This is an optimization exercise on Yosys and OpenROAD, whose aim is small area, a short achievable clock period and few clock cycles per item, not a production implementation. In this exercise RTL edits were held to simulation tests only and were not proved equivalent to the original.

==> flow/design.v (outline; a module is shown in full before it is edited, if it fits) <==
// module wte_correct: 2307 lines
// module wte_fa: 10 lines
// module wte_ha: 9 lines
module wte_correct (
    input  wire        clk,
    input  wire        rst,
    input  wire        cfg_we,
    input  wire [2:0]  cfg_addr,
    input  wire [31:0] cfg_wdata,
    input  wire        in_valid,
    output wire        in_ready,
    input  wire [1:0]  in_slot,
    input  wire [15:0] in_s,
    input  wire [15:0] in_dark,
    input  wire [15:0] in_gain,
    output wire        out_valid,
    input  wire        out_ready,
    output wire [15:0] out_y,
    output wire [15:0] out_v,
    output wire [15:0] neg_cnt,
    output wire [15:0] clip_cnt
);
  // ...
==> flow/flow/run.sh <==
#!/bin/bash
# Layout flow: the standard layout (standard.sh, unchanged synthesis,
# floorplan, placement, CTS, routing) with ORFS's repair_timing asked to
# leave a larger setup margin than the 13 ns clock needs, so that it sizes
# the critical paths of this pipeline. The clock period and constraints
# are the design's.
set -euo pipefail
export SETUP_SLACK_MARGIN=9
bash standard.sh > standard.log 2>&1
==> flow/standard.sh <==
#!/bin/bash
# synth_recipe.tcl (not shown) runs the flow's synth.tcl, then flattens the netlist and writes it again
# the make line also repeats each setting of config.mk as NAME=value (left out here)
make -C /OpenROAD-flow-scripts/flow DESIGN_CONFIG=/design/flow/config.mk WORK_HOME=/design/flow/orfs CLKGATE_MAP_FILE= SYNTH_SCRIPT=/design/flow/synth_recipe.tcl "${@:-finish}"
==> flow/config.mk <==
export PLATFORM = sky130hd
export DESIGN_NAME = wte_correct
export DESIGN_NICKNAME = wte_correct
export VERILOG_FILES = /design/flow/design.v
export SDC_FILE = /design/flow/constraint.sdc
export NUM_CORES = 4
export LEC_CHECK = 0
export CAP_MARGIN = 20
export CORE_MARGIN = 2
export CORE_UTILIZATION = 40
export SLEW_MARGIN = 20
export SYNTH_HIERARCHICAL = 1
export SYNTH_MINIMUM_KEEP_SIZE = 0
==> flow/constraint.sdc <==
create_clock -name core_clock -period 13.0 [get_ports {clk}]
set_input_delay 2.6000 -clock core_clock [delete_from_list [all_inputs] [get_ports {clk}]]
set_output_delay 2.6000 -clock core_clock [all_outputs]
set_load 0.01 [all_outputs]
==> metrics.md, run 1 <==
| Metric | Value |
|---|---|
| WL met3 | `6698 um` |
| Multi-input comb cells | `2786` |
| Status | `no timing/DRC/antenna violations` |
| Non-clk invs | `184` |
| Initial antenna violation count | `1` |
| Tap cells | `1287` |
| Compound-Gate Fraction of Synth Area | `15.25%` |
| Ports | `156` |
| Seq/Total Area, Yosys | `32.78%` |
| Crit path launch | `r3_c` |
| Count leader, synth | `xnor2_1` |
| Yosys top cell area share | `24.05%` |
| Post-CTS setup buffer count | `121` |
| Final non-filler cell total | `5234` |
| Fin nets | `4553` |
| Multi-input logic area | `0.02576 mm2` |
| Fraction of area in registers | `27.74%` |
| Placed Area | `0.04201 mm2` |
| Biggest registers after layout | `r1_ga (32), r2_p (32), r1_gb (31)` |
| Post-synth cell types | `79` |
| Initial Util | `40.21%` |
| # H-tree levels | `2` |
| Adder-cell share of the synthesized area | `23.97%` |
| Post-synthesis cell count | `3779` |
| Top delay family on crit path | `compound AO/OA/AOI/OAI gates` |
| Non-clk buf share | `8.106%` |
| Met1 wire length | `45050 um` |
| Synth Cell Area | `0.03946 mm2` |
| Clock Pin Slew Worst Setup and Hold Paths | `0.07 ns` |
| Share of cells above drive strength 1 | `15.51%` |
| Std-Cell Rows | `115` |
| Met2 Wirelength | `49990 um` |
| Max cap viols | `0` |
| Yosys Warn Count | `7` |
| Deepest clock path buffer count | `3` |
| Worst Path Required | `13.38 ns` |
Testbench counts, summed over its fixed seeds: cycles 16,040, items 16,000.
==> inputs of run 2 (changes only) <==
--- a/flow/design.v
+++ b/flow/design.v
@@ -41,23 +41,24 @@
                 3'd1: begin doff0 <= cfg_wdata[15:0]; doff1 <= cfg_wdata[31:16]; end
                 3'd2: begin doff2 <= cfg_wdata[15:0]; doff3 <= cfg_wdata[31:16]; end
                 3'd3: begin dg0   <= cfg_wdata[15:0]; dg1   <= cfg_wdata[31:16]; end
                 3'd4: begin dg2   <= cfg_wdata[15:0]; dg3   <= cfg_wdata[31:16]; end
                 default: ;
             endcase
         end
     end
-    reg  v0, v1, v2, v3;     
+    reg  v0, v1, v2, v3, v4;     
     reg  ov;                 
     reg  kv;                 
+    reg  rdy;                
     wire advance = !kv;
     wire take    = ov && out_ready;
-    wire inc     = v3 && advance;
-    assign in_ready  = advance;
+    wire inc     = v4 && advance;
+    assign in_ready  = rdy;
     assign out_valid = ov;
     reg [15:0] s16_in;
     always @(*) begin
         case (cfg_sh)
             3'd1: s16_in = {in_s[13:0], 2'b0};
             3'd2: s16_in = {in_s[11:0], 4'b0};
             3'd3: s16_in = {in_s[9:0],  6'b0};
             3'd4: s16_in = {in_s[7:0],  8'b0};
@@ -881,17 +882,17 @@
         if (advance) begin
             r2_one  <= x_one;
             r2_two  <= x_two;
             r2_negd <= x_neg;
             r2_neg  <= r1_neg;
             r2_p    <= r1_ga + r1_gb + gk;
         end
     end
-    wire [21:0] pa, pb, pk;
+    wire [34:0] pa, pb, pk;
     wire [1:0]  pc;
     wire xp_pp1;
     wire xp_pp2;
     wire xp_pp3;
     wire xp_pp4;
     wire xp_pp5;
     wire xp_pp6;
     wire xp_pp7;
@@ -2209,78 +2210,91 @@
     wte_fa xp_u_f538 (.a(xp_fs454), .b(xp_fc493), .c(xp_fs494), .s(xp_fs538), .co(xp_fc538));
     wte_fa xp_u_f539 (.a(xp_fc454), .b(xp_fs495), .c(xp_fc494), .s(xp_fs539), .co(xp_fc539));
     wte_fa xp_u_f540 (.a(xp_hc455), .b(xp_fs496), .c(xp_fc495), .s(xp_fs540), .co(xp_fc540));
     wte_fa xp_u_f541 (.a(xp_pp302), .b(xp_hs497), .c(xp_fc496), .s(xp_fs541), .co(xp_fc541));
     wte_fa xp_u_f542 (.a(xp_pp271), .b(xp_pp303), .c(xp_hc497), .s(xp_fs542), .co(xp_fc542));
     wte_ha xp_u_h543 (.a(xp_ns272), .b(xp_pp304), .s(xp_hs543), .co(xp_hc543));
     wire [48:0] xp_ra = {xp_hc543, xp_fc542, xp_fc541, xp_fc540, xp_fc539, xp_fc538, xp_fc537, xp_fc536, xp_fc535, xp_fc534, xp_fc533, xp_fc532, xp_fc531, xp_fc530, xp_fc529, xp_fc528, xp_fc527, xp_fc526, xp_fc525, xp_fc524, xp_fc523, xp_fc522, xp_fc521, xp_fc520, xp_fc519, xp_fc518, xp_fc517, xp_fc516, xp_fc515, xp_fc514, xp_fc513, xp_fc512, xp_fc511, xp_fc510, xp_fc509, xp_fc508, xp_fc507, xp_fc506, xp_fc505, xp_fc504, xp_fc503, xp_fc502, xp_fc501, xp_fc500, xp_hc499, xp_hc498, xp_hs498, xp_pp2, r2_negd[0]};
     wire [48:0] xp_rb = {xp_pp305, xp_hs543, xp_fs542, xp_fs541, xp_fs540, xp_fs539, xp_fs538, xp_fs537, xp_fs536, xp_fs535, xp_fs534, xp_fs533, xp_fs532, xp_fs531, xp_fs530, xp_fs529, xp_fs528, xp_fs527, xp_fs526, xp_fs525, xp_fs524, xp_fs523, xp_fs522, xp_fs521, xp_fs520, xp_fs519, xp_fs518, xp_fs517, xp_fs516, xp_fs515, xp_fs514, xp_fs513, xp_fs512, xp_fs511, xp_fs510, xp_fs509, xp_fs508, xp_fs507, xp_fs506, xp_fs505, xp_fs504, xp_fs503, xp_fs502, xp_fs501, xp_fs500, xp_hs499, xp_pp35, 1'b0, xp_pp1};
-    wire [28:0] xp_lo = {2'b0, xp_ra[26:0]} + {2'b0, xp_rb[26:0]} + 29'd0;
-    assign pc = xp_lo[28:27];
-    assign pk = 22'd2796225;
-    assign pa = xp_ra[48:27];
-    assign pb = xp_rb[48:27];
-    reg [21:0] r3_a, r3_b;
+    wire [15:0] xp_lo = {2'b0, xp_ra[13:0]} + {2'b0, xp_rb[13:0]} + 16'd0;
+    assign pc = xp_lo[15:14];
+    assign pk = 35'd22906675200;
+    assign pa = xp_ra[48:14];
+    assign pb = xp_rb[48:14];
+    reg [34:0] r3_a, r3_b;
     reg [1:0]  r3_c;
     reg        r3_neg;
     always @(posedge clk) begin
         if (advance) begin
             r3_a   <= pa;
             r3_b   <= pb;
             r3_c   <= pc;
             r3_neg <= r2_neg;
         end
     end
-    reg  [20:0] rc;
+    wire [34:0] yf2  = r3_a + r3_b + {33'd0, r3_c} + pk;
+    wire [20:0] yf   = yf2[34:14];
+    reg [15:0] r4_y;
+    reg        r4_clip, r4_neg;
+    always @(posedge clk) begin
+        if (advance) begin
+            r4_y    <= yf[15:0];
+            r4_clip <= |yf[20:16];
+            r4_neg  <= r3_neg;
+        end
+    end
+    wire [15:0] y = r4_clip ? 16'hFFFF : r4_y;
+    reg  [11:0] ra;
+    reg         rb;
     always @(*) begin
-        if (cfg_ob16) rc = 21'd0;
-        else case (cfg_obk)
-            2'd0:    rc = 21'd128;
-            2'd1:    rc = 21'd32;
-            default: rc = 21'd8;
+        case (cfg_obk)
+            2'd0:    begin ra = {y[15:8], 4'hF};  rb = y[7]; end
+            2'd1:    begin ra = {y[15:6], 2'b11}; rb = y[5]; end
+            default: begin ra = y[15:4];          rb = y[3]; end
         endcase
     end
-    wire [21:0] yf2  = r3_a + r3_b + {20'd0, r3_c} + pk;
-    wire [21:0] yr2  = r3_a + r3_b + {20'd0, r3_c} + pk + {rc, 1'b0};
-    wire [20:0] yf   = yf2[21:1];
-    wire [20:0] yr   = yr2[21:1];
-    wire        clip = |yf[20:16];
-    wire        vsat = |yr[20:16];
-    wire [15:0] y    = clip ? 16'hFFFF : yf[15:0];
+    wire [12:0] rsum = {1'b0, ra} + {12'd0, rb};
     reg  [11:0] vred;
     always @(*) begin
-        if (cfg_ob16) vred = vsat ? 12'hFFF : yr[11:0];
-        else case (cfg_obk)
-            2'd0:    vred = vsat ? 12'h0FF : {4'd0, yr[15:8]};
-            2'd1:    vred = vsat ? 12'h3FF : {2'd0, yr[15:6]};
-            default: vred = vsat ? 12'hFFF : yr[15:4];
-        endcase
+        if (cfg_ob16) vred = y[11:0];
+        else if (rsum[12]) begin
+            case (cfg_obk)
+                2'd0:    vred = 12'h0FF;
+                2'd1:    vred = 12'h3FF;
+                default: vred = 12'hFFF;
+            endcase
+        end else begin
+            case (cfg_obk)
+                2'd0:    vred = {4'd0, rsum[11:4]};
+                2'd1:    vred = {2'd0, rsum[11:2]};
+                default: vred = rsum[11:0];
+            endcase
+        end
     end
     reg  [15:0] k_y, o_y;
     reg  [11:0] k_v, o_v;
     wire load_o = (kv || inc) && (!ov || take);
+    wire kv_n   = kv ? !take : (inc && ov && !take);
     always @(posedge clk) begin
         if (rst) begin
-            v0 <= 1'b0; v1 <= 1'b0; v2 <= 1'b0; v3 <= 1'b0;
-            ov <= 1'b0; kv <= 1'b0;
+            v0 <= 1'b0; v1 <= 1'b0; v2 <= 1'b0; v3 <= 1'b0; v4 <= 1'b0;
+            ov <= 1'b0; kv <= 1'b0; rdy <= 1'b1;
         end else begin
             if (advance) begin
                 v0 <= in_valid;
                 v1 <= v0;
                 v2 <= v1;
                 v3 <= v2;
+                v4 <= v3;
             end
             if (load_o)    ov <= 1'b1;
             else if (take) ov <= 1'b0;
-            if (kv) begin
-                if (take) kv <= 1'b0;
-            end else if (inc && ov && !take) begin
-                kv <= 1'b1;
-            end
+            kv  <= kv_n;
+            rdy <= !kv_n;
         end
     end
     always @(posedge clk) begin
         if (load_o) begin
             o_y <= kv ? k_y : y;
             o_v <= kv ? k_v : vred;
         end
         if (inc && ov && !take) begin
@@ -2289,19 +2303,19 @@
         end
     end
     reg [15:0] neg_count, clip_count;
     always @(posedge clk) begin
         if (rst || (cfg_we && cfg_addr == 3'd5)) begin
             neg_count  <= 16'd0;
             clip_count <= 16'd0;
         end else if (inc) begin
-            if (r3_neg && neg_count != 16'hFFFF)
+            if (r4_neg && neg_count != 16'hFFFF)
                 neg_count <= neg_count + 16'd1;
-            if (clip && clip_count != 16'hFFFF)
+            if (r4_clip && clip_count != 16'hFFFF)
                 clip_count <= clip_count + 16'd1;
         end
     end
     assign out_y    = o_y;
     assign out_v    = {cfg_ob16 ? o_y[15:12] : 4'd0, o_v};
     assign neg_cnt  = neg_count;
     assign clip_cnt = clip_count;
 endmodule
==> metrics.md, run 2 <==
| Metric | Value |
|---|---|
| Commonest non-fill, non-tap cell in the layout | `xnor2_1` |
| Crit-path max FO | `4` |
| Rel. slew slack | `25.82%` |
| Mean Syn Cell Area | `10.86 um2` |
| DR vias | `27680` |
| Fillers | `9272` |
| CTS tree | `done` |
| Biggest registers after layout | `r3_a (35), r3_b (35)` |
| Post-synth cell types | `69 (-13%)` |
| Setup violations, final | `0` |
| Pre-antenna DRT Iters | `6` |
| Post-synth top area cell | `edfxtp_1` |
| Core area | `0.09986 mm2` |
| Initial Util | `40.22% (about the same)` |
| Post-synthesis cell count | `3697 (-2.2%)` |
| Deepest clock path buffer count | `3 (unchanged)` |
| Synth cell count leaders | `xnor2_1 (462), a22oi_1 (374), nand2_1 (367)` |
| Setup WS pre-CTS | `8.313 ns` |
| Final ANT Viol Nets | `0` |
| Count leader, synth | `xnor2_1` |
| Die Span Y | `320.9 um` |
| F_max | `243.1 MHz` |
| Vias in the first global route | `28080` |
| Hold path startpoint | `r3_neg` |
| Synth area leaders | `edfxtp_1 (27%), fa_1 (16%), xnor2_1 (10%)` |
| Wire length per cell | `19.65 um` |
| Yosys top cell area share | `26.91% (+2.9 points)` |
| Via density | `5.476` |
| Ports | `156 (unchanged)` |
| Final hold vios | `0` |
| Std-Cell Rows | `116 (+0.87%)` |
| Yosys Warn Count | `7 (unchanged)` |
| Hold WC Path Type | `flop to flop` |
| Die Span X | `320.9 um` |
| Inserted Diodes | `0` |
| RR Startpoint | `r2_p[0]` |
| Initial antenna violation count | `2 (+1)` |
| Hold slack | `0.4171 ns` |
| Clk sinks | `534` |
| Final worst slack | `8.887 ns` |
| Crit Path Class | `flop to output port` |
| Main synth FF type | `edfxtp_1` |
| Reg2reg path depth | `11` |
| Number of synthesized flops with an enable pin | `360` |
| Pin count of the biggest net entering global routing | `159` |
| Gr ovfl total | `0` |
| Share of cells above drive strength 1 | `8.943% (-6.6 points)` |
| DRT Wirelength | `99340 um` |
| Clock Pin Slew Worst Setup and Hold Paths | `0.06 ns (about the same)` |
| Slew @ Worst Pin | `1.113 ns` |
| CTS Buf Count | `66` |
| Syn Nets | `4358` |
| Crit start category | `flop` |
| First-pass GRT wire length | `157100 um` |
| Seq/Total Area, Yosys | `35.59% (+2.8 points)` |
| Shortest period the worst path allows | `4.113 ns` |
| Flops & latches, synth | `534` |
| Fin nets | `4366 (-4.1%)` |
| FFs w/ async S/R, synth | `0%` |
| Worst Path Required | `10.40 ns (-2.98 ns)` |
| GRT Total Usage | `19.06%` |
| Number of buffers added on ports | `155` |
| Crit path launch | `cfg_ob16` |
| Crit path capture type | `output port` |
| Placed Area | `0.04258 mm2 (+1.4%)` |
| Design area | `0.04523 mm2` |
| GPL Wtd Cong | `0.8536` |
| Sum Neg Setup Slack | `0 ns` |
| Final Core Density | `45.29%` |
| Status | `no timing/DRC/antenna violations` |
| Final Skew | `0.03967 ns` |
| Final non-filler cell total | `5055 (-3.4%)` |
| Critical path data arrival time | `1.51 ns` |
| Tcrit/Tclk final | `31.64%` |
| Hold Crit Depth | `0` |
| Residual DRC | `0` |
| Clock Tree Root | `clkbuf_16` |
| Max cap viols | `0 (unchanged)` |
| Worst-Skew Late Latency | `0.63 ns` |
| Area delta synth->final | `12.60%` |
| Final slew viol count | `0` |
| Most frequent cells in the layout | `xnor2_1 (462), a22oi_1 (374), nand2_1 (366)` |
| RSZ-0062 raised after global routing | `yes` |
| Placed Cells | `4887` |
| Die area | `0.1030 mm2` |
| Final HPWL DP | `65410 um` |
| Hold_buf cts | `0` |
| Synth Cell Area | `0.04017 mm2 (+1.8%)` |
| # H-tree levels | `3 (+1)` |
| 1st-iter DRT viols | `2139` |
==> run 2: logic make-up after synthesis <==
| logic type | after synthesis | synth area share, % |
|---|---|---|
| multiplexers | 94 | 3.713 |
| adder cells (fa/ha/maj) | 571 | 23.81 |
| AND/OR/NAND/NOR | 713 | 7.850 |
| AO/OA/AOI/OAI | 784 | 13.48 |
| buffers and inverters | 503 | 4.707 |
| flip-flops | 534 | 35.59 |
| XOR/XNOR | 498 | 10.86 |
==> run 2: final cells by class <==
| cell class | instances | area [um2] | area share [%] |
|---|---|---|---|
| clock buffers | 93 | 1866 | 4.125 |
| inverters | 193 | 732.0 | 1.618 |
| flip-flops and latches | 534 | 14310 | 31.64 |
| well taps | 1298 | 1624 | 3.591 |
| clock inverters | 27 | 356.6 | 0.7884 |
| repair buffers | 249 | 2203 | 4.872 |
| multi-input cells | 2661 | 24140 | 53.37 |
==> run 2: timing repair <==
item | CTS | global route
pin swaps | 1 | 7
endpoints found under the setup margin | 73 | 48
gates cloned | 0 | 1
setup buffers | 14 | 32
hold endpoints to repair | 0 | 0
gates resized for setup | 93 | 26
==> run 2: final timing paths <==
path	end	slack, ns
setup reg to reg	r3_c	9.18
setup / recovery	out_v[13]	8.89
hold / removal	r4_neg	0.42
hold reg to reg	r4_neg	0.42
==> run 2: metal layers <==
metal / track usage, % / part of all wire, %
met1: 25.69 / 44
met2: 31.70 / 48
met3: 3.079 / 6.0
met4: 5.410 / 2.1
met5: 0 / 0.033
==> run 2: modules after synthesis, one instance, submodules excluded <==
| module | area [um2] | flip-flops and latches |
|---|---|---|
| wte_correct | 33210 | 534 |
| wte_ha | 12.51 | 0 |
| wte_fa | 20.02 | 0 |
==> run 2: critical path, cell delays in order, from the launching register on <==
cell and delay, ns:
dfxtp_4 0.38, buf_6 0.13, buf_6 0.12, and2_1 0.12
buf_2 0.13
Testbench counts of run 2, summed over its fixed seeds: cycles 16,048, items 16,000.
==> inputs of run 3 (changes only) <==
--- a/flow/config.mk
+++ b/flow/config.mk
@@ -8,6 +8,8 @@
 export CAP_MARGIN = 20
 export CORE_MARGIN = 2
 export CORE_UTILIZATION = 40
+export CTS_CLUSTER_DIAMETER = 100
+export CTS_CLUSTER_SIZE = 20
 export SLEW_MARGIN = 20
 export SYNTH_HIERARCHICAL = 1
 export SYNTH_MINIMUM_KEEP_SIZE = 0
==> metrics.md, run 3 <==
| Metric | Value |
|---|---|
| Number of buffers added on ports | `155 (unchanged)` |
| DR vias | `27480 (-0.71%)` |
| Status | `no timing/DRC/antenna violations` |
| Tcrit/Tclk final | `31.25% (-0.39 points)` |
| Max cap viols | `0 (unchanged)` |
| Critical path depth | `4 (unchanged)` |
| Die area | `0.1030 mm2 (unchanged)` |
| Initial antenna violation count | `1 (-1)` |
| Pin count of the biggest net entering global routing | `159 (unchanged)` |
| Worst Path Required | `10.40 ns (about the same)` |
| Most frequent cells in the layout | `xnor2_1 (462), a22oi_1 (374), nand2_1 (366)` |
| Worst-path cell chain | `buf_6, buf_6, and2_4, buf_6` |
| Number of synthesized flops with an enable pin | `360 (unchanged)` |
| Synth Cell Area | `0.04017 mm2 (unchanged)` |
| Most used cell, CP | `buf_6` |
| Post-synthesis cell count | `3697 (unchanged)` |
| Clock Tree Root | `clkbuf_16` |
| Inserted Diodes | `0 (unchanged)` |
| # H-tree levels | `2 (-1)` |
| Yosys top cell area share | `26.91% (unchanged)` |
| CTS tree | `done` |
| Initial Util | `40.22% (unchanged)` |
| Fin nets | `4339 (-0.62%)` |
| Wire length per cell | `19.65 um (about the same)` |
| 1st-iter DRT viols | `2078 (-2.9%)` |
| Deepest clock path buffer count | `3 (unchanged)` |
| Final Skew | `0.02694 ns (-0.01273 ns)` |
| Crit path capture type | `output port` |
| Post-synth top area cell | `edfxtp_1` |
| GRT met3 Usage | `2.500% (-0.58 points)` |
| Std-Cell Rows | `116 (unchanged)` |
| GPL Wtd Cong | `0.8536 (unchanged)` |
| Grt met2 use | `31.56% (-0.14 points)` |
| Core area | `0.09986 mm2 (unchanged)` |
| Synth cell count leaders | `xnor2_1 (462), a22oi_1 (374), nand2_1 (367)` |
| Residual DRC | `0 (unchanged)` |
| Via density | `5.492 (+0.30%)` |
| CTS Buf Count | `36 (-45%)` |
| Placed Cells | `4887 (unchanged)` |
| Slew @ Worst Pin | `1.110 ns (-0.002496 ns)` |
| DRT Wirelength | `98350 um (-1.0%)` |
| Rel. slew slack | `25.76% (-0.066 points)` |
| Final ANT Viol Nets | `0 (unchanged)` |
| Sum Neg Setup Slack | `0 ns (unchanged)` |
| RSZ-0062 raised after global routing | `yes` |
| Reg2reg path depth | `10 (-1)` |
| Post-synth cell types | `69 (unchanged)` |
| Crit-path max FO | `4 (unchanged)` |
| Top delay family on crit path | `flip-flops` |
| Setup violations, final | `0 (unchanged)` |
| Crit Path Class | `flop to output port` |
| Gr ovfl total | `0 (unchanged)` |
| Area delta synth->final | `10.06%` |
| Yosys Warn Count | `7 (unchanged)` |
| Final hold vios | `0 (unchanged)` |
| Die Span Y | `320.9 um (unchanged)` |
| Vias in the first global route | `27760 (-1.1%)` |
| Main synth FF type | `edfxtp_1` |
| Commonest non-fill, non-tap cell in the layout | `xnor2_1` |
| GRT Total Usage | `18.78% (-0.27 points)` |
| Final non-filler cell total | `5004 (-1.0%)` |
| Syn Nets | `4358 (unchanged)` |
| Ports | `156 (unchanged)` |
| Crit start category | `flop` |
| Biggest registers after layout | `r3_a (35), r3_b (35)` |
| First-pass GRT wire length | `155600 um (-1.0%)` |
| Flops & latches, synth | `534 (unchanged)` |
| Slowest library cell on the worst path | `dfxtp_4` |
| Final slew viol count | `0 (unchanged)` |
| Worst-Skew Late Latency | `0.59 ns (-0.04 ns)` |
| Grt peak-use layer | `met2` |
| Buffers & Inverters on Critical Path | `3 (unchanged)` |
| Hold WC Path Type | `flop to flop` |
| Final HPWL DP | `65410 um (unchanged)` |
| F_max | `246.2 MHz (+1.3%)` |
| Slowest stage delay, CP | `0.40 ns (+0.02 ns)` |
| Die Span X | `320.9 um (unchanged)` |
| Count leader, synth | `xnor2_1` |
| Hold Crit Depth | `0 (unchanged)` |
| Clock Pin Slew Worst Setup and Hold Paths | `0.09 ns (+0.03 ns)` |
| Pre-antenna DRT Iters | `6 (unchanged)` |
| Clk sinks | `534 (unchanged)` |
| Met1 Track Usage GR | `25.77% (+0.076 points)` |
| Shortest period the worst path allows | `4.062 ns (-0.05096 ns)` |
| Share of cells above drive strength 1 | `8.095% (-0.85 points)` |
| Critical path data arrival time | `1.46 ns (-0.05 ns)` |
| Seq/Total Area, Yosys | `35.59% (unchanged)` |
| Mean Syn Cell Area | `10.86 um2 (unchanged)` |
| Synth area leaders | `edfxtp_1 (27%), fa_1 (16%), xnor2_1 (10%)` |
| FFs w/ async S/R, synth | `0% (unchanged)` |
## run 3: cell counts after synthesis
Identical to the previous run, type by type.
## run 3: kinds of logic (layout without fill, tap and decap cells)
logic type,Yosys count,count (layout),synth area share (%)
AOI/OAI and AO/OA,784,784,13.48
and+or+nand+nor,713,714,7.850
adders and majority gates,571,571,23.81
DFF,534,534,35.59
buffers and inverters,503,511,4.707
xor gates and xnor gates,498,498,10.86
muxes,94,94,3.713
## run 3: metrics by stage
step / setup slack [ns] / area [um2] / util (%) / hold WS [ns]
after floorplan: 9.060 / 40180 / - / 0.4003
after global placement: 8.393 / 42580 / 42.64 / 0.4023
after detailed placement: 8.313 / 42580 / 42.64 / 0.4057
after CTS: 8.829 / 43790 / 43.86 / 0.4294
after global routing: 8.903 / 44210 / 44.27 / 0.4446
final: 8.938 / 44210 / 44.27 / 0.4258
## run 3: final timing paths
path / slack (ns) / start / endpoint
hold reg to reg: 0.43 / r3_neg / r4_neg
hold / removal: 0.43 / r3_neg / r4_neg
setup / recovery: 8.94 / cfg_ob16 / out_v[14]
setup reg to reg: 9.21 / r2_two[3] / r3_c
## run 3: modules after synthesis, one instance, submodules excluded
module       copies in the design  area (um2)
wte_ha                         44       12.51
wte_fa                        320       20.02
wte_correct                     1       33210
## run 3: cell type report
class,count,area (um2)
Fill cell,9379,55650
Clock buffer,52,970.9
Multi-Input combinational cell,2661,24130
Timing Repair Buffer,252,2248
Clock inverter,14,182.7
Tap cell,1298,1624
Sequential cell,534,14320
Inverter,193,732.0
## run 3: worst register-to-register path, cell delays in order (launching register included)
cell and delay, ns:
edfxtp_1 0.59, buf_6 0.33, a22oi_1 0.16, xnor2_1 0.15, ha_1 0.32, fa_1 0.44
fa_1 0.51, fa_1 0.43, ha_1 0.30, a21oi_1 0.12, o21ai_0 0.14
## run 3: layer usage
metal / share of wire (%) / wire length (um)
met4: 1.6 / 1596
met3: 6.1 / 5988
met2: 48 / 47240
met1: 44 / 43530
met5: 0 / 0
## run 3: timing repair
item / CTS / global route
setup buffers: 14 / 35
resized for setup: 97 / 28
hold buffers: 0 / 0
pin swaps: 1 / 9
gates cloned: 0 / 1
setup endpoints to repair: 95 / 59
==> inputs of run 4 (changes only) <==
--- a/flow/config.mk
+++ b/flow/config.mk
@@ -7,9 +7,10 @@
 export LEC_CHECK = 0
 export CAP_MARGIN = 20
 export CORE_MARGIN = 2
-export CORE_UTILIZATION = 40
+export CORE_UTILIZATION = 60
 export CTS_CLUSTER_DIAMETER = 100
 export CTS_CLUSTER_SIZE = 20
+export PLACE_DENSITY = 0.7
 export SLEW_MARGIN = 20
 export SYNTH_HIERARCHICAL = 1
 export SYNTH_MINIMUM_KEEP_SIZE = 0
==> metrics.md, run 4 <==
| Metric | Value |
|---|---|
| Residual DRC | `0 (unchanged)` |
| Mux cell area share after synthesis | `3.713% (unchanged)` |
| Commonest non-fill, non-tap cell in the layout | `xnor2_1` |
| Status | `no timing/DRC/antenna violations` |
| First-pass GRT wire length | `156500 um (+0.58%)` |
| Crit Path Class | `flop to output port` |
| Inserted Diodes | `0 (unchanged)` |
| Tcrit/Tclk final | `30.55% (-0.70 points)` |
| Biggest registers after layout | `r3_a (35), r3_b (35)` |
| Post-synth top area cell | `edfxtp_1` |
| Synth area leaders | `edfxtp_1 (27%), fa_1 (16%), xnor2_1 (10%)` |
| Final HPWL DP | `65640 um (+0.35%)` |
| Post-synthesis xor/xnor area fraction | `10.86% (unchanged)` |
| Hold WC Path Type | `flop to flop` |
| Final Skew | `0.02448 ns (-0.002455 ns)` |
| Fin nets | `4317 (-0.51%)` |
| Final non-filler cell total | `4545 (-9.2%)` |
| RSZ-0062 raised after global routing | `yes` |
| Vias in the first global route | `29400 (+5.9%)` |
| Crit-path max FO | `2 (-2)` |
| Synth Cell Area | `0.04017 mm2 (unchanged)` |
| Slowest library cell on the worst path | `edfxtp_1` |
| Die Span Y | `262.7 um (-18%)` |
| Pre-antenna DRT Iters | `6 (unchanged)` |
| Adder-cell share of the synthesized area | `23.81% (unchanged)` |
| Placed Area | `0.04197 mm2 (-1.4%)` |
| Rel. slew slack | `21.78% (-4.0 points)` |
| Post-synth cell types | `69 (unchanged)` |
| CTS tree | `done` |
| Top delay family on crit path | `flip-flops` |
| Design area | `0.04326 mm2 (-2.1%)` |
| Setup violations, final | `0 (unchanged)` |
| Wire length per cell | `21.46 um (+9.2%)` |
| Clk sinks | `534 (unchanged)` |
| Area delta synth->final | `7.694%` |
| Die area | `0.06903 mm2 (-33%)` |
| Slowest stage delay, CP | `0.44 ns (+0.04 ns)` |
| Post-synthesis cell count | `3697 (unchanged)` |
| Crit path capture type | `output port` |
| Final slew viol count | `0 (unchanged)` |
| Sum Neg Setup Slack | `0 ns (unchanged)` |
| Clock Pin Slew Worst Setup and Hold Paths | `0.09 ns (about the same)` |
| Crit start category | `flop` |
| Shortest period the worst path allows | `3.972 ns (-0.09078 ns)` |
| Largest family of logic cells by synthesized area | `adder cells` |
| GRT Total Usage | `27.85% (+9.1 points)` |
| Pin count of the biggest net entering global routing | `128 (-19%)` |
| GPL Wtd Cong | `0.8740 (+2.4%)` |
| Flops & latches, synth | `534 (unchanged)` |
| Yosys Warn Count | `7 (unchanged)` |
| CTS Buf Count | `31 (-14%)` |
| Slew @ Worst Pin | `1.173 ns (+0.06314 ns)` |
| Buffers & Inverters on Critical Path | `1 (-2)` |
| Final worst slack | `9.028 ns (+0.09078 ns)` |
| Worst-path cell chain | `and2_1, buf_2` |
| Final ANT Viol Nets | `0 (unchanged)` |
| Number of buffers added on ports | `155 (unchanged)` |
| Syn Nets | `4358 (unchanged)` |
| Deepest clock path buffer count | `3 (unchanged)` |
| Std-Cell Rows | `94 (-19%)` |
| Gr ovfl total | `0 (unchanged)` |
| Mean Syn Cell Area | `10.86 um2 (unchanged)` |
| Synth cell count leaders | `xnor2_1 (462), a22oi_1 (374), nand2_1 (367)` |
| Die Span X | `262.7 um (-18%)` |
| Final hold vios | `0 (unchanged)` |
| DR vias | `28440 (+3.5%)` |
| Initial antenna violation count | `0 (-1)` |
| 1st-iter DRT viols | `2680 (+29%)` |
| Setup WS pre-CTS | `8.362 ns (+0.04843 ns)` |
| Count leader, synth | `xnor2_1` |
| Yosys top cell area share | `26.91% (unchanged)` |
| FFs w/ async S/R, synth | `0% (unchanged)` |
| Compound-Gate Fraction of Synth Area | `13.48% (unchanged)` |
| Ports | `156 (unchanged)` |
| Core area | `0.06598 mm2 (-34%)` |
| DRT Wirelength | `97550 um (-0.82%)` |
| Initial Util | `60.88% (+21 points)` |
| Placed Cells | `4446 (-9.0%)` |
| Share of cells above drive strength 1 | `7.308% (-0.79 points)` |
| Worst-Skew Late Latency | `0.64 ns (+0.05 ns)` |
| Via density | `6.258 (+14%)` |
| Critical path data arrival time | `1.37 ns (-0.09 ns)` |
| Clock Tree Root | `clkbuf_16` |
| F_max | `251.8 MHz (+2.3%)` |
| # H-tree levels | `1 (-1)` |
| Seq/Total Area, Yosys | `35.59% (unchanged)` |
| Number of synthesized flops with an enable pin | `360 (unchanged)` |
| Main synth FF type | `edfxtp_1` |
| Most frequent cells in the layout | `xnor2_1 (462), a22oi_1 (374), nand2_1 (366)` |
| Post-synthesis simple-gate area fraction | `7.850% (unchanged)` |
| Max cap viols | `0 (unchanged)` |
| Worst Path Required | `10.40 ns (about the same)` |
-- run 4: cell counts after synthesis --
Identical to the previous run, type by type.
-- run 4: routing by layer --
layer | track usage [%] | wire length (um) | vias up
met5 | 0 | 0 | -
met3 | 3.495 | 6662 | 187
met1 | 37.42 | 40270 | 14300
met2 | 47.34 | 47990 | 1168
met4 | 8.636 | 2626 | 0
li1 | - | - | 12790
-- run 4: timing repair --
item,in CTS,in global routing
endpoints found under the setup margin,70,25
pin swaps,3,7
buffers inserted,10,28
gates resized for setup,93,22
hold buffers,0,0
-- run 4: worst register-to-register path, stage by stage, from the launching register on --
cell,delay (ns)
edfxtp_1,0.92
a22oi_1,0.23
xnor2_1,0.20
fa_1,0.43
fa_1,0.51
fa_1,0.42
ha_1,0.31
nand4_1,0.08
o21ai_0,0.26
a31oi_1,0.14
o21ai_0,0.27
-- run 4: metrics by stage --
stage	utilization [%]	hold WS, ns
final	65.56	0.4382
after global routing	65.56	0.4619
after CTS	65.02	0.4442
after detailed placement	63.60	0.4168
after global placement	63.59	0.4078
after floorplan	-	0.4003
-- run 4: cells by family after synthesis --
group,Yosys count
flops,534
buf+inv,503
compound gates,784
simple gates,713
xor+xnor,498
mux,94
fa+ha+maj,571
-- run 4: per-module statistics from Yosys, one instance, submodules excluded --
| module | times used | flops+latches | cell area, um2 | cells |
|---|---|---|---|---|
| wte_correct | 1 | 534 | 33210 | 3333 |
| wte_fa | 320 | 0 | 20.02 | 1 |
| wte_ha | 44 | 0 | 12.51 | 1 |
-- run 4: area by class of cell --
class / instances / area (um2)
inverter: 193 / 732.0
timing repair buffer: 236 / 2126
sequential: 534 / 14310
clock buffer: 52 / 874.6
clock inverter: 6 / 52.55
tap: 864 / 1081
multi-input combinational: 2660 / 24080
fill: 5104 / 22720
-- run 4: final timing paths --
path	startpoint	to	slack [ns]	depth (start not counted)
max	o_y[13]	out_v[13]	9.03	2
min	r3_neg	r4_neg	0.44	0
max reg2reg	r2_p[7]	r3_c	9.05	10
min reg2reg	r3_neg	r4_neg	0.44	0

what the ideal ports hide:
The flow's constraints put no driver on any port. The routed layouts listed below were extracted and timed again, unchanged, in two steps.
Step 1 assumes that a clkbuf_16 drives the clock port and a buf_2 every other input.
Step 2, shift: input delay + t, output delay - t, t = (earliest + latest rising clock arrival at the registers) / 2. This alone moves slack from input paths to output paths.
Three values: no drivers, after step 1, after step 2; two values: the first two.
run	shift t [ns]	setup WS [ns]	hold slack, ns
run 1	0.680	8.242 / 8.242 / 8.242	0.419 / 0.419 / 0.419
run 2	0.677	8.887 / 8.824 / 8.375	0.417 / 0.417 / 0.417
run 3	0.647	8.938 / 8.875 / 8.375	0.426 / 0.426 / 0.426
run 4	0.695	9.028 / 8.967 / 8.491	0.438 / 0.438 / 0.438
After both steps setup and hold are still met in every run listed. The setup slack of run 3, which loses most, moves by -0.063 ns with the drivers and by -0.563 ns with both steps.
